What follows belongs to an exercise in optimizing a design on an open flow for small area, a short achievable clock period and few clock cycles per item; a production flow would make more cautious choices. No functional check of the RTL was part of any run shown here.

==> flow/design.v (outline; a module is shown in full before it is edited, if it fits) <==
// module ecc79_codec: 1254 lines
// module ecc_xor2: 3 lines
// module ecc_xnor2: 3 lines
// module ecc_nand2: 3 lines
// module ecc_ao22: 4 lines
// module ecc_dec3: 3 lines
// module ecc_dec4: 3 lines
// module ecc_loc_ok: 19 lines
// module ecc_inv_cube: 135 lines
module ecc79_codec (
    input  wire        clk,
    input  wire        rst,
    input  wire        in_valid,
    input  wire        in_mode,
    input  wire [78:0] in_word,
    output reg         out_valid,
    output reg  [78:0] out_word,
    output reg  [1:0]  out_status
);
  // ...
==> flow/flow/run.sh <==
#!/bin/bash
# Standard synthesis and layout, with two changes: the port buffers use buf_1
# instead of the buffer_ports default (a delay buffer, clkdlybuf4s50_1), and
# timing repair aims for more setup slack than the clock period needs.
set -euo pipefail
bash standard.sh 'BUFFER_PORTS_ARGS=-buffer_cell sky130_fd_sc_hd__buf_1' \
    SETUP_SLACK_MARGIN=8.4 finish > standard.log 2>&1
==> flow/standard.sh <==
#!/bin/bash
# synth_recipe.tcl (not shown) runs the flow's synth.tcl, then flattens the netlist and writes it again
# the make line also repeats each setting of config.mk as NAME=value (left out here)
make -C /OpenROAD-flow-scripts/flow DESIGN_CONFIG=/design/flow/config.mk WORK_HOME=/design/flow/orfs CLKGATE_MAP_FILE= SYNTH_SCRIPT=/design/flow/synth_recipe.tcl "${@:-finish}"
==> flow/config.mk <==
export PLATFORM = sky130hd
export DESIGN_NAME = ecc79_codec
export DESIGN_NICKNAME = ecc79_codec
export VERILOG_FILES = /design/flow/design.v
export SDC_FILE = /design/flow/constraint.sdc
export NUM_CORES = 4
export LEC_CHECK = 0
export CAP_MARGIN = 20
export CORE_MARGIN = 2
export CORE_UTILIZATION = 40
export SETUP_SLACK_MARGIN = 0.5
export SLEW_MARGIN = 20
export SYNTH_HIERARCHICAL = 1
==> flow/constraint.sdc <==
create_clock -name core_clock -period 17.0 [get_ports {clk}]
set_input_delay 3.4000 -clock core_clock [delete_from_list [all_inputs] [get_ports {clk}]]
set_output_delay 3.4000 -clock core_clock [all_outputs]
set_load 0.01 [all_outputs]
==> flow_summary.ini, run 1 <==
[run_status]
outcome = complete, no violations

[final_layout]
nNonClkBuffers = 349
num_antenna_cells = 1
largest_register_ffs = 64
final_cell_mix = 395 x xor2_1, 143 x buf_4, 99 x nand2_1
regMostFlops = d1
design.seq.count = 97
seq-cell-share = 0.120
top_area_cell_class = multi-input gates
nonClkBufAreaFrac = 0.162
design_area_sq_um = 16300

[drt]
drt_iter0_drc = 1307
wl_met2_microns = 21200
routed_wl_microns = 45800

[yosys]
synthTopCellsByArea = xor2_1 41%, dfxtp_1 18%, a22o_1 6.2%
synth_top_area_share = 0.414
synthXorXnorAreaFrac = 0.424
synth_top_area_cell = xor2_1
synth_cell_types = 75
synth_warnings = 10
seq_area_frac_synth = 0.176
syn-cell-area_sq_um = 11000
synth_top_flop_cell = dfxtp_1

[setup_path]
crit_buf_inv = 5
crit_type = flop to output pin
cp_slowest_cell = dfxtp_4
cp-startpoint = cpr[6]

[global_route]
grt_pass1_vias = 9953
top_usage_layer = met2
grt_use_met1 = 0.390
grt_max_degree = 73
grt_pass1_wl_microns = 62000

[timing]
clock.fmax_mhz = 112
finalCriticalPeriod_ns = 8.96
finalSetupViolCount = 0
whs_ns = 3.19

[place]
dp_worst_setup_slack_ns = 6.76
routabilityCongestion = 1.02

[clock_network]
cts_num_sinks = 97
htreeDepth = 3

[floorplanning]
tapCellCount = 341
==> run 2, diff against run 1 <==
--- a/flow/flow/run.sh
+++ b/flow/flow/run.sh
@@ -4,4 +4,4 @@
 # timing repair aims for more setup slack than the clock period needs.
 set -euo pipefail
 bash standard.sh 'BUFFER_PORTS_ARGS=-buffer_cell sky130_fd_sc_hd__buf_1' \
-    SETUP_SLACK_MARGIN=8.4 finish > standard.log 2>&1
+    SETUP_SLACK_MARGIN=0.5 finish > standard.log 2>&1
==> run 2 against run 1 <==
  * Worst setup slack got worse by 2.4 ns
  * Highest routed layer is now met5
  * Sequential share of layout area increased by 3.7 points
  * Non-clock buffer count down 165
  * Fmax is 21% lower
  * Critical path type unchanged
  * Area after synthesis is the same
  * Still clean on timing, DRC and antenna
  * Cell area shrank 24%
  * Critical endpoint is now out_word[31]
  * Utilization down 14 points
  * Wire length shrank 17%
==> flow_summary.ini, run 2 <==
[run_status]
outcome = complete, no violations

[timing]
whs_ns = 3.20
report.final.slew_viol_count = 0
setup_tns_ns = 0
finalCriticalPeriod_ns = 11.41
clock.fmax_mhz = 87.7
hold_viol_final = 0
rsz0062_at_grt = false
setup_slack_ns = 5.59
relSlewSlack = 0.271
period_share = 0.671
finalSetupViolCount = 0
worst_pin_slew_ns = 1.08

[floorplanning]
die_h_microns = 170
die_area_sq_um = 28900
core_area_sq_um = 27000
initial_utilization = 0.408
die_w_microns = 170
num_rows = 60
io_pins = 165

[setup_path]
crit_buf_inv = 3
critPathLaunchType = flop
crit_chain = xor2_1, xor2_1, nand2_1, xor2_1, xor2_1, xor2_1, xnor2_1, buf_4, xor2_1, inv_1, ha_1, mux2_2, o211ai_1, o2111ai_1, o211ai_1, and4bb_1, nand3_1, a21boi_1, and4bb_1, a22o_1, xor2_1, buf_1
cp_slowest_cell = xor2_1
cp.arrival_ns = 8.01
cp_common_cell = xor2_1
crit_type = flop to output pin
end_kind = output pin
required_ns = 13.60
crit_family = XOR/XNOR gates
cp-startpoint = cpr[6]
slowest_delay_ns = 0.82
cp_max_fo = 16

[global_route]
use_met2 = 0.391
grt_pass1_wl_microns = 56000
antenna_found_initial = 4
top_usage_layer = met2
grt_usage = 0.255
grt_pass1_vias = 9263
grt_max_degree = 73
overflow = 0
grt_use_met1 = 0.363
grt.met3_usage = 0.0521

[final_layout]
drive_above_1_share = 0.0714
largest_register_ffs = 64
mostFrequentLayoutCell = xor2_1
reg_top3 = d1 x64, hi1 x15
regMostFlops = d1
area_delta_synth_final_pct = 12.4
nNetsFinal = 1500
final_cell_mix = 513 x xor2_1, 164 x buf_1, 122 x nand2_1

[yosys]
synth_top_area_cell = xor2_1
synth_top_flop_cell = dfxtp_1
syn-cell-area_sq_um = 11000
syn_area_per_cell_sq_um = 8.90
synth-async-reset-ratio = 0
ys_seq_elements = 97
synth_common_cells = 521 x xor2_1, 122 x nand2_1, 97 x dfxtp_1
yosysMostFrequentCell = xor2_1
synth_top_area_share = 0.414
synth_edf_count = 0
synth_cell_types = 75
synthCells = 1238
seq_area_frac_synth = 0.176
synth_warnings = 10
synthTopCellsByArea = xor2_1 41%, dfxtp_1 18%, a22o_1 6.2%

[clock_network]
numCtsBuffers = 9
cts_tree = done
clockRootBuffer = clkbuf_16
post_cts_buffers = 0
htreeDepth = 3
path_clk_slew_ns = 0.07
cts_num_sinks = 97
ctsHoldBuffers = 0
cts_resized = 0
clockBufferDepth = 2

[drt]
drt_iter0_drc = 1105
viasPerCell = 5.61
via_count = 9764
drc = 0
drtPass1Iterations = 5
post_drt_wl_per_cell_microns = 21.8
drtAntennaViolNets = 0
routed_wl_microns = 37900

[run]
drv_cap = 0

[hold_path]
hold_start = rst
holdCritPathClass = input pin to flop

[place]
routabilityCongestion = 0.965
port_buffers = 164
dp_worst_setup_slack_ns = 6.11
hpwl_microns = 29600
-- run 2: cell counts after synthesis --
Identical to the previous run, type by type.
-- run 2: logic make-up after synthesis --
group,share of synthesized area
xor gates and xnor gates,0.424
and+or+nand+nor,0.161
AOI/OAI and AO/OA,0.147
DFF,0.176
buffers and inverters,0.0343
muxes,0.0328
adders and majority gates,0.0250
other,0.000340
-- run 2: per-stage QoR --
step	instances	area, sq um	util
6_report	1742	12400	0.458
5_1_grt	1742	12400	0.458
4_1_cts	1741	12400	0.458
3_5_place_dp	1725	12000	0.446
3_3_place_gp	1725	12000	0.446
2_1_floorplan	1244	11000	-
-- run 2: layout make-up --
cell class              instances  area, sq um
repair buffers                184          766
clock inverters                 4         76.3
diodes                          1         2.50
fillers                      2702        14600
well taps                     341          427
clock buffers                  12          246
multi-input cells            1079         8830
inverters                      24         90.1
flip-flops and latches         97         1940
-- run 2: final timing paths --
| kind | endpoint | slack, ns | cells past startpoint |
|---|---|---|---|
| worst max-delay path | out_word[31] | 5.59 | 22 |
| worst min-delay path | v1 | 3.20 | 2 |
-- run 2: Yosys stat by module, one instance, submodules excluded, excerpt --
module | cells | flops+latches | area, sq um | times used
ecc_dec4 | 20 | 0 | 277 | 2
ecc_inv_cube | 253 | 0 | 1600 | 1
ecc_xnor2 | 1 | 0 | 8.76 | 10
ecc_nand2 | 1 | 0 | 3.75 | 98
ecc_ao22 | 1 | 0 | 8.76 | 78
ecc_dec3 | 8 | 0 | 95.1 | 2
ecc79_codec | 137 | 97 | 2290 | 1
ecc_xor2 | 1 | 0 | 8.76 | 521
-- run 2: layer usage --
layer / share of wire / vias to the layer above
li1: - / 4580
met1: 0.45 / 4693
met2: 0.45 / 427
met3: 0.080 / 62
met4: 0.024 / 2
met5: 0.00034 / -

[static timing again, ports no longer ideal]
In the flow no input, the clock included, has a driving cell. The finished layouts below were timed again as built, in two steps.
Step 1 assumes that a clkbuf_16 drives the clock port and a buf_2 every other input.
Step 2 times the ports against the registers' clock, not the clock port: input delays grow and output delays shrink by t, the midpoint of the rising clock arrivals with the driver on.
Slacks: no drivers / after step 1 / after step 2; pairs: no drivers / after step 1.
run | t, ns | setup WS [ns] | worst setup path at the end | latest minus earliest clock arrival (ns) | worst register clock-pin slew, ns
run 1 | 0.402 | 8.036 / 7.986 / 7.956 | input to register | 0.014 / 0.014 | 0.08 / 0.08
run 2 | 0.390 | 5.592 / 5.546 / 5.936 | register to output | 0.012 / 0.011 | 0.07 / 0.07
After both steps every run listed still meets setup and hold. The setup slack of run 1, which loses most, moves by -0.050 ns with the drivers and by -0.080 ns with both steps.
